Background: an optimization exercise with open tools, aiming at small area, a short achievable clock period and few clock cycles. Do not read the settings as production practice. In this exercise RTL edits were held to simulation tests only and were not proved equivalent to the original. Power and IR drop assume default switching activity.

==> flow/design.v <==
module bale_decoder (
    input  wire        clk,
    input  wire        rst,
    input  wire        in_valid,
    output reg         in_ready,
    input  wire [7:0]  in_data,
    input  wire        in_last,
    output reg         out_valid,
    input  wire        out_ready,
    output reg  [7:0]  out_data,
    output reg         done,
    output reg         bad,
    output reg         crc_fail,
    output wire [31:0] label
);
    localparam [3:0] S_HDR   = 4'd0,
                     S_TAG   = 4'd1,
                     S_EXT0  = 4'd2,
                     S_EXT1  = 4'd3,
                     S_DATA  = 4'd4,    
                     S_DELTA = 4'd5,
                     S_PAD   = 4'd6,
                     S_TRL   = 4'd7,
                     S_DISC  = 4'd8,    
                     S_FIN   = 4'd9;    
    localparam [31:0] CRC_RESIDUE = 32'hB798B438;
    reg [3:0]  state;
    reg [3:0]  hcnt;           
    reg        form;           
    reg        fmt_err;
    reg        vpend;          
    reg [16:0] crem;           
    reg [16:0] brem;           
    reg [31:0] label_r;
    reg [3:0]  pos9;           
    reg        tdelta;         
    reg        x64;            
    reg [15:0] trem;           
    reg [1:0]  fidx;           
    reg [4:0]  dw;             
    reg [24:0] ib;             
    reg [4:0]  ibcnt;
    reg [35:0] hist;
    reg [3:0]  pend;           
    reg [31:0] crc;
    reg        szbad;          
    reg        sk_v;           
    reg [7:0]  sk_d;
    assign label = label_r;
    function [31:0] crc32c_byte;
        input [31:0] c;
        input [7:0]  b;
        integer k;
        reg [31:0] x;
        begin
            x = c ^ {24'd0, b};
            for (k = 0; k < 8; k = k + 1)
                x = x[0] ? ((x >> 1) ^ 32'h82F63B78) : (x >> 1);
            crc32c_byte = x;
        end
    endfunction
    reg [7:0] obyte;
    always @(*) begin
        case (pend)
            4'd4:    obyte = hist[35:28];
            4'd5:    obyte = hist[33:26];
            4'd6:    obyte = hist[31:24];
            4'd7:    obyte = hist[29:22];
            4'd8:    obyte = hist[27:20];
            4'd9:    obyte = hist[25:18];
            4'd10:   obyte = hist[23:16];
            4'd11:   obyte = hist[21:14];
            default: obyte = hist[19:12];
        endcase
    end
    wire       xfer   = (pend >= 4'd4) && !sk_v;
    wire       o_free = !out_valid || out_ready;
    wire [3:0] pend_a = xfer ? pend - 4'd4 : pend;
    wire        flast  = (trem == 16'd0) && (fidx == 2'd3);    
    wire        fslot  = (state == S_DELTA) && (ibcnt > dw) && (pend_a <= 4'd3);
    wire        fbad9  = fslot && (fidx == 2'd0) && (crem < 17'd9);  
    wire        fcomp  = fslot && !fbad9;
    reg         dsign;         
    integer i;
    reg  [17:0] dmask;
    always @(*) begin
        for (i = 0; i < 18; i = i + 1)
            dmask[i] = (i <= dw);
    end
    wire [17:0] dlo    = ib[17:0] & dmask;
    wire [17:0] field  = hist[17:0] + (dsign ? (dlo | ~dmask) : dlo);
    wire [24:0] ib_sh   = (ib >> dw) >> 1;
    wire        ib_left = (ib_sh != 25'd0);
    wire fire = in_valid && in_ready;
    wire last = fire && in_last;
    wire bz   = (brem == 17'd0);
    wire size_bad   = ({1'b0, brem} > ({1'b0, crem | 17'd3} + 18'd1));
    reg  hbad;
    always @(*) begin
        case (hcnt)
            4'd0:  hbad = (in_data != 8'h42);
            4'd1:  hbad = (in_data != 8'h5A);
            4'd2:  hbad = (in_data != 8'h01);
            4'd3:  hbad = (in_data[7:1] != 7'd0);
            4'd6:  hbad = (in_data[7:1] != 7'd0) || (in_data[0] && (crem[15:0] != 16'd0));
            4'd7:  hbad = (in_data != 8'd0);
            4'd10: hbad = (in_data[7:1] != 7'd0);
            4'd11: hbad = (in_data != 8'd0);
            4'd12: hbad = szbad;
            default: hbad = 1'b0;
        endcase
    end
    reg [3:0] nstate;
    reg       fault;
    reg       fin_ok;      
    wire      lit_end  = form ? ((trem == 16'd0) && !x64) : (brem == 17'd1);
    wire [3:0] after_body = (hcnt[1:0] == 2'd3) ? S_TRL : S_PAD;   
    wire      tag_bad  = (in_data[7:6] == 2'b01) || (in_data[7:6] == 2'b11) ||
                         ((in_data[7:6] == 2'b10) &&
                          (in_data[5] || (in_data[4:0] > 5'd17) || (pos9 != 4'd0)));
    always @(*) begin
        nstate = state;
        fault  = 1'b0;
        fin_ok = 1'b0;
        case (state)
            S_HDR: if (fire) begin
                fault = hbad;
                if (hcnt == 4'd15)
                    nstate = bz ? S_TRL : (form ? S_TAG : S_DATA);
            end
            S_TAG: if (fire) begin
                fault = tag_bad;
                if (in_data[7] || (in_data[5:0] == 6'd63)) nstate = S_EXT0;
                else                                       nstate = S_DATA;
            end
            S_EXT0: if (fire) begin
                fault  = bz;
                nstate = S_EXT1;
            end
            S_EXT1: if (fire) begin
                fault  = bz;
                nstate = tdelta ? S_DELTA : S_DATA;
            end
            S_DATA: if (fire) begin
                fault = bz || (crem == 17'd0);
                if (lit_end)
                    nstate = (brem == 17'd1) ? after_body : S_TAG;
            end
            S_DELTA: begin
                if (fire) fault = bz;
                if (fbad9) fault = 1'b1;
                if (fcomp && flast) begin
                    if (ib_left) fault = 1'b1;
                    nstate = !bz ? S_TAG : ((hcnt[1:0] == 2'd0) ? S_TRL : S_PAD);
                end
            end
            S_PAD: if (fire) begin
                fault = (in_data != 8'd0);
                if (hcnt[1:0] == 2'd3) nstate = S_TRL;
            end
            S_TRL: if (fire) begin
                if (hcnt[1:0] == 2'd3) begin
                    fault  = !in_last;
                    fin_ok = in_last;
                end
            end
            S_DISC: if (last) nstate = S_FIN;
            S_FIN:  if (pend == 4'd0 && !out_valid && !sk_v) nstate = S_HDR;
            default: nstate = S_HDR;
        endcase
    end
    reg [3:0] state_n;
    reg [3:0] pend_n;
    reg [4:0] ibcnt_n;
    reg [1:0] fidx_n;
    reg [15:0] trem_n;
    reg [4:0] dw_n;
    reg       ovalid_n;
    reg       skv_n;
    always @(*) begin
        if (state == S_DISC || state == S_FIN)
            state_n = nstate;
        else if (fault || (last && !fin_ok))
            state_n = last ? S_FIN : S_DISC;
        else if (fin_ok)
            state_n = S_HDR;
        else
            state_n = nstate;
        if (state == S_DISC || state == S_FIN)
            pend_n = (pend_a < 4'd4) ? 4'd0 : pend_a;
        else
            pend_n = pend_a + (fcomp ? 4'd9 : 4'd0) +
                     ((fire && state == S_DATA) ? 4'd4 : 4'd0);
        ovalid_n = o_free ? (sk_v || xfer) : 1'b1;
        skv_n    = o_free ? 1'b0 : (sk_v || xfer);
        if (state == S_EXT1)
            ibcnt_n = 5'd0;
        else
            ibcnt_n = ibcnt + (fcomp ? ~dw : 5'd0) +
                      ((fire && state == S_DELTA) ? 5'd8 : 5'd0);
        dw_n   = (state == S_TAG && fire) ? in_data[4:0] : dw;
        fidx_n = (state == S_EXT1) ? 2'd0 : (fcomp ? fidx + 2'd1 : fidx);
        trem_n = trem;
        if (state == S_TAG && fire)
            trem_n = {10'd0, in_data[5:0]};
        else if (state == S_EXT0 && fire)
            trem_n = {trem[15:8], in_data};
        else if (state == S_EXT1 && fire)
            trem_n = {in_data, trem[7:0]};
        else if (state == S_DATA && fire)
            trem_n = (trem == 16'd0) ? 16'd62 : trem - 16'd1;
        else if (fcomp && fidx == 2'd3)
            trem_n = trem - 16'd1;
    end
    wire       flast1 = (trem == 16'd0) && (fidx == 2'd2);    
    wire [4:0] c00 = ibcnt;
    wire [4:0] c10 = ibcnt + 5'd8;
    wire [4:0] c01 = ibcnt + ~dw;
    wire [4:0] c11 = ibcnt + ~dw + 5'd8;
    function dneed;
        input [4:0] c;
        input [4:0] d;
        input       fl;
        begin
            dneed = (c <= 5'd17) && ((c <= d) || ((c[4:1] <= d) && !fl));
        end
    endfunction
    wire r00 = dneed(c00, dw, flast);
    wire r10 = dneed(c10, dw, flast);
    wire r01 = dneed(c01, dw, flast1);
    wire r11 = dneed(c11, dw, flast1);
    wire dfire = fire && (state == S_DELTA);
    wire rdelta = (state != S_DELTA) ? 1'b1 :
                  fcomp ? (dfire ? r11 : r01) : (dfire ? r10 : r00);
    reg  ready_n;
    always @(*) begin
        case (state_n)
            S_HDR, S_TAG, S_EXT0, S_EXT1, S_PAD, S_DISC: ready_n = 1'b1;
            S_DATA:  ready_n = ((fire && state == S_DATA) ? (pend_a == 4'd0) : (pend_a <= 4'd4));
            S_DELTA: ready_n = rdelta;
            S_TRL:   ready_n = (pend_a == 4'd0) && !fcomp && !(fire && state == S_DATA) &&
                               (((hcnt[1:0] + (fire ? 2'd1 : 2'd0)) != 2'd3) ||
                                (!ovalid_n && !skv_n));
            default: ready_n = 1'b0;
        endcase
    end
    always @(posedge clk) begin
        if (rst) begin
            state     <= S_HDR;
            hcnt      <= 4'd0;
            pend      <= 4'd0;
            out_valid <= 1'b0;
            sk_v      <= 1'b0;
            in_ready  <= 1'b0;
            done      <= 1'b0;
            vpend     <= 1'b0;
            fmt_err   <= 1'b0;
        end else begin
            state     <= state_n;
            pend      <= pend_n;
            out_valid <= ovalid_n;
            sk_v      <= skv_n;
            in_ready  <= ready_n;
            if (last || (state == S_FIN))
                hcnt <= 4'd0;
            else if (fire)
                hcnt <= hcnt + 4'd1;
            vpend <= fin_ok;
            done  <= vpend || (state == S_FIN && nstate == S_HDR);
            if (state == S_HDR && fire && hcnt == 4'd0)
                fmt_err <= fault || last;        
            else if ((fault || (last && !fin_ok)) && state != S_DISC && state != S_FIN)
                fmt_err <= 1'b1;
            else if (fin_ok && crem != 17'd0)    
                fmt_err <= 1'b1;
        end
    end
    always @(posedge clk) begin
        bad      <= fmt_err || !vpend || (crc != CRC_RESIDUE);
        crc_fail <= !fmt_err && vpend && (crc != CRC_RESIDUE);
        szbad    <= size_bad;
        if (o_free)
            out_data <= sk_v ? sk_d : obyte;
        if (xfer)
            sk_d <= obyte;
        if (state == S_HDR)
            crc <= 32'hFFFFFFFF;
        else if (xfer || (fire && state == S_TRL))
            crc <= crc32c_byte(crc, xfer ? obyte : in_data);
        if (fcomp)
            hist <= {field, hist[35:18]};
        else if (fire && (state == S_HDR || state == S_DATA))
            hist <= {(state == S_DATA) ? in_data : 8'd0, hist[35:8]};
        if (state == S_HDR && fire) begin
            case (hcnt)
                4'd3:  form          <= in_data[0];
                4'd12: label_r[7:0]  <= in_data;
                4'd13: label_r[15:8] <= in_data;
                4'd14: label_r[23:16]<= in_data;
                4'd15: label_r[31:24]<= in_data;
                default: ;
            endcase
        end
        if (state == S_HDR) begin
            if (fire) begin
                if (hcnt == 4'd4) crem[7:0]  <= in_data;
                if (hcnt == 4'd5) crem[15:8] <= in_data;
                if (hcnt == 4'd6) crem[16]   <= in_data[0];
            end
        end else if (fcomp && fidx == 2'd0)
            crem <= crem - 17'd9;
        else if (fire && state == S_DATA)
            crem <= crem - 17'd1;
        if (state == S_HDR) begin
            if (fire) begin
                if (hcnt == 4'd8)  brem[7:0]  <= in_data;
                if (hcnt == 4'd9)  brem[15:8] <= in_data;
                if (hcnt == 4'd10) brem[16]   <= in_data[0];
            end
        end else if (fire && (state == S_TAG || state == S_EXT0 || state == S_EXT1 ||
                              state == S_DATA || state == S_DELTA))
            brem <= brem - 17'd1;
        if (state == S_HDR)
            pos9 <= 4'd0;
        else if (fire && state == S_DATA)
            pos9 <= (pos9 == 4'd8) ? 4'd0 : pos9 + 4'd1;
        dw    <= dw_n;
        trem  <= trem_n;
        fidx  <= fidx_n;
        ibcnt <= ibcnt_n;
        if (state == S_TAG && fire) begin
            tdelta <= in_data[7];
            x64    <= !in_data[7] && (in_data[5:0] == 6'd63);
        end else if (state == S_DATA && fire && trem == 16'd0)
            x64    <= 1'b0;
        begin : ibupd
            reg [24:0] is;
            reg [4:0]  cs;
            reg [24:0] ibn;
            is = fcomp ? ib_sh : ib;
            cs = fcomp ? ibcnt + ~dw : ibcnt;
            if (state == S_EXT1)
                ibn = 25'd0;
            else if (fire && state == S_DELTA)
                ibn = is | ({17'd0, in_data} << cs);
            else
                ibn = is;
            ib    <= ibn;
            dsign <= ibn[dw_n];
        end
    end
endmodule
==> flow/config.mk <==
export PLATFORM = sky130hd
export DESIGN_NAME = bale_decoder
export DESIGN_NICKNAME = bale_decoder
export VERILOG_FILES = /design/flow/design.v
export SDC_FILE = /design/flow/constraint.sdc
export NUM_CORES = 4
export LEC_CHECK = 0
export CAP_MARGIN = 20
export CORE_MARGIN = 2
export CORE_UTILIZATION = 40
export SETUP_SLACK_MARGIN = 5
export SLEW_MARGIN = 20
==> flow/constraint.sdc <==
create_clock -name core_clock -period 9.0 [get_ports {clk}]
set_input_delay 1.8000 -clock core_clock [delete_from_list [all_inputs] [get_ports {clk}]]
set_output_delay 1.8000 -clock core_clock [all_outputs]
set_load 0.01 [all_outputs]
run.sh (not shown) runs the stock make flow with config.mk's settings and CLKGATE_MAP_FILE= SYNTH_SCRIPT=/design/flow/synth_recipe.tcl, a recipe that flattens the netlist after the stock synthesis.
Testbench counts at the start, summed over its fixed seeds: cycles 123,055.
Rerun with:
--- a/flow/design.v
+++ b/flow/design.v
@@ -43,9 +43,6 @@
     reg [35:0] hist;
     reg [3:0]  pend;           
     reg [31:0] crc;
-    reg        szbad;          
-    reg        sk_v;           
-    reg [7:0]  sk_d;
     assign label = label_r;
     function [31:0] crc32c_byte;
         input [31:0] c;
@@ -73,28 +70,27 @@
             default: obyte = hist[19:12];
         endcase
     end
-    wire       xfer   = (pend >= 4'd4) && !sk_v;
-    wire       o_free = !out_valid || out_ready;
+    wire       xfer   = (pend >= 4'd4) && (!out_valid || out_ready);
     wire [3:0] pend_a = xfer ? pend - 4'd4 : pend;
     wire        flast  = (trem == 16'd0) && (fidx == 2'd3);    
     wire        fslot  = (state == S_DELTA) && (ibcnt > dw) && (pend_a <= 4'd3);
     wire        fbad9  = fslot && (fidx == 2'd0) && (crem < 17'd9);  
     wire        fcomp  = fslot && !fbad9;
-    reg         dsign;         
+    wire        dsign  = ib[dw];
+    reg  [17:0] dx;
     integer i;
-    reg  [17:0] dmask;
     always @(*) begin
         for (i = 0; i < 18; i = i + 1)
-            dmask[i] = (i <= dw);
+            dx[i] = (i <= dw) ? ib[i] : dsign;
     end
-    wire [17:0] dlo    = ib[17:0] & dmask;
-    wire [17:0] field  = hist[17:0] + (dsign ? (dlo | ~dmask) : dlo);
+    wire [17:0] field = hist[17:0] + dx;
     wire [24:0] ib_sh   = (ib >> dw) >> 1;
     wire        ib_left = (ib_sh != 25'd0);
     wire fire = in_valid && in_ready;
     wire last = fire && in_last;
     wire bz   = (brem == 17'd0);
     wire size_bad   = ({1'b0, brem} > ({1'b0, crem | 17'd3} + 18'd1));
+    wire stored_bad = !form && (brem != crem);
     reg  hbad;
     always @(*) begin
         case (hcnt)
@@ -106,7 +102,7 @@
             4'd7:  hbad = (in_data != 8'd0);
             4'd10: hbad = (in_data[7:1] != 7'd0);
             4'd11: hbad = (in_data != 8'd0);
-            4'd12: hbad = szbad;
+            4'd12: hbad = size_bad || stored_bad;
             default: hbad = 1'b0;
         endcase
     end
@@ -165,7 +161,7 @@
                 end
             end
             S_DISC: if (last) nstate = S_FIN;
-            S_FIN:  if (pend == 4'd0 && !out_valid && !sk_v) nstate = S_HDR;
+            S_FIN:  if (pend == 4'd0 && !out_valid) nstate = S_HDR;
             default: nstate = S_HDR;
         endcase
     end
@@ -176,7 +172,6 @@
     reg [15:0] trem_n;
     reg [4:0] dw_n;
     reg       ovalid_n;
-    reg       skv_n;
     always @(*) begin
         if (state == S_DISC || state == S_FIN)
             state_n = nstate;
@@ -191,8 +186,7 @@
         else
             pend_n = pend_a + (fcomp ? 4'd9 : 4'd0) +
                      ((fire && state == S_DATA) ? 4'd4 : 4'd0);
-        ovalid_n = o_free ? (sk_v || xfer) : 1'b1;
-        skv_n    = o_free ? 1'b0 : (sk_v || xfer);
+        ovalid_n = xfer || (out_valid && !out_ready);
         if (state == S_EXT1)
             ibcnt_n = 5'd0;
         else
@@ -236,11 +230,10 @@
     always @(*) begin
         case (state_n)
             S_HDR, S_TAG, S_EXT0, S_EXT1, S_PAD, S_DISC: ready_n = 1'b1;
-            S_DATA:  ready_n = ((fire && state == S_DATA) ? (pend_a == 4'd0) : (pend_a <= 4'd4));
+            S_DATA:  ready_n = (pend_n <= 4'd4);
             S_DELTA: ready_n = rdelta;
-            S_TRL:   ready_n = (pend_a == 4'd0) && !fcomp && !(fire && state == S_DATA) &&
-                               (((hcnt[1:0] + (fire ? 2'd1 : 2'd0)) != 2'd3) ||
-                                (!ovalid_n && !skv_n));
+            S_TRL:   ready_n = (pend_n == 4'd0) &&
+                               (((hcnt[1:0] + (fire ? 2'd1 : 2'd0)) != 2'd3) || !ovalid_n);
             default: ready_n = 1'b0;
         endcase
     end
@@ -250,7 +243,6 @@
             hcnt      <= 4'd0;
             pend      <= 4'd0;
             out_valid <= 1'b0;
-            sk_v      <= 1'b0;
             in_ready  <= 1'b0;
             done      <= 1'b0;
             vpend     <= 1'b0;
@@ -259,7 +251,6 @@
             state     <= state_n;
             pend      <= pend_n;
             out_valid <= ovalid_n;
-            sk_v      <= skv_n;
             in_ready  <= ready_n;
             if (last || (state == S_FIN))
                 hcnt <= 4'd0;
@@ -278,11 +269,7 @@
     always @(posedge clk) begin
         bad      <= fmt_err || !vpend || (crc != CRC_RESIDUE);
         crc_fail <= !fmt_err && vpend && (crc != CRC_RESIDUE);
-        szbad    <= size_bad;
-        if (o_free)
-            out_data <= sk_v ? sk_d : obyte;
-        if (xfer)
-            sk_d <= obyte;
+        if (xfer) out_data <= obyte;
         if (state == S_HDR)
             crc <= 32'hFFFFFFFF;
         else if (xfer || (fire && state == S_TRL))
@@ -333,20 +320,17 @@
             x64    <= !in_data[7] && (in_data[5:0] == 6'd63);
         end else if (state == S_DATA && fire && trem == 16'd0)
             x64    <= 1'b0;
-        begin : ibupd
+        if (state == S_EXT1)
+            ib <= 25'd0;
+        else begin : ibupd
             reg [24:0] is;
             reg [4:0]  cs;
-            reg [24:0] ibn;
             is = fcomp ? ib_sh : ib;
             cs = fcomp ? ibcnt + ~dw : ibcnt;
-            if (state == S_EXT1)
-                ibn = 25'd0;
-            else if (fire && state == S_DELTA)
-                ibn = is | ({17'd0, in_data} << cs);
+            if (fire && state == S_DELTA)
+                ib <= is | ({17'd0, in_data} << cs);
             else
-                ibn = is;
-            ib    <= ibn;
-            dsign <= ibn[dw_n];
+                ib <= is;
         end
     end
 endmodule
Combinational power decreases by 48%.
Worst setup slack degrades by 0.16 ns.
Wire length is lower by 8.2%.
First-iteration DRC count shrinks by 21%.
Cell count shrinks by 5.1%.
Testbench counts after the change, summed over its fixed seeds: cycles 123,055.

## separate check: timing with driven ports
Ports are ideal in the flow. The routed layouts listed here were re-timed in OpenROAD. Step 1, drivers: a clkbuf_16 drives clk and a buf_2 each remaining input, both assumed. Step 2, shift: input delay + t, output delay - t, t = (earliest + latest rising clock arrival at the registers) / 2. This alone moves slack from input paths to output paths. Three values: ideal ports, drivers, drivers and shift; two values: the first two.
| run | t, ns | setup WS [ns] | latest minus earliest clock arrival (ns) | slew at the worst register clock pin (ns) | worst slew at a driven data input, ns |
|---|---|---|---|---|---|
| the first run | 0.616 | 4.895 / 4.895 / 4.328 | 0.018 / 0.018 | 0.07 / 0.07 | 0.05 |
| the second run | 0.614 | 4.733 / 4.733 / 4.415 | 0.018 / 0.018 | 0.07 / 0.07 | 0.07 |
After both steps every run listed still meets setup and hold. The setup slack of the first run, which loses most, moves by 0.000 ns with the drivers and by -0.567 ns with both steps.
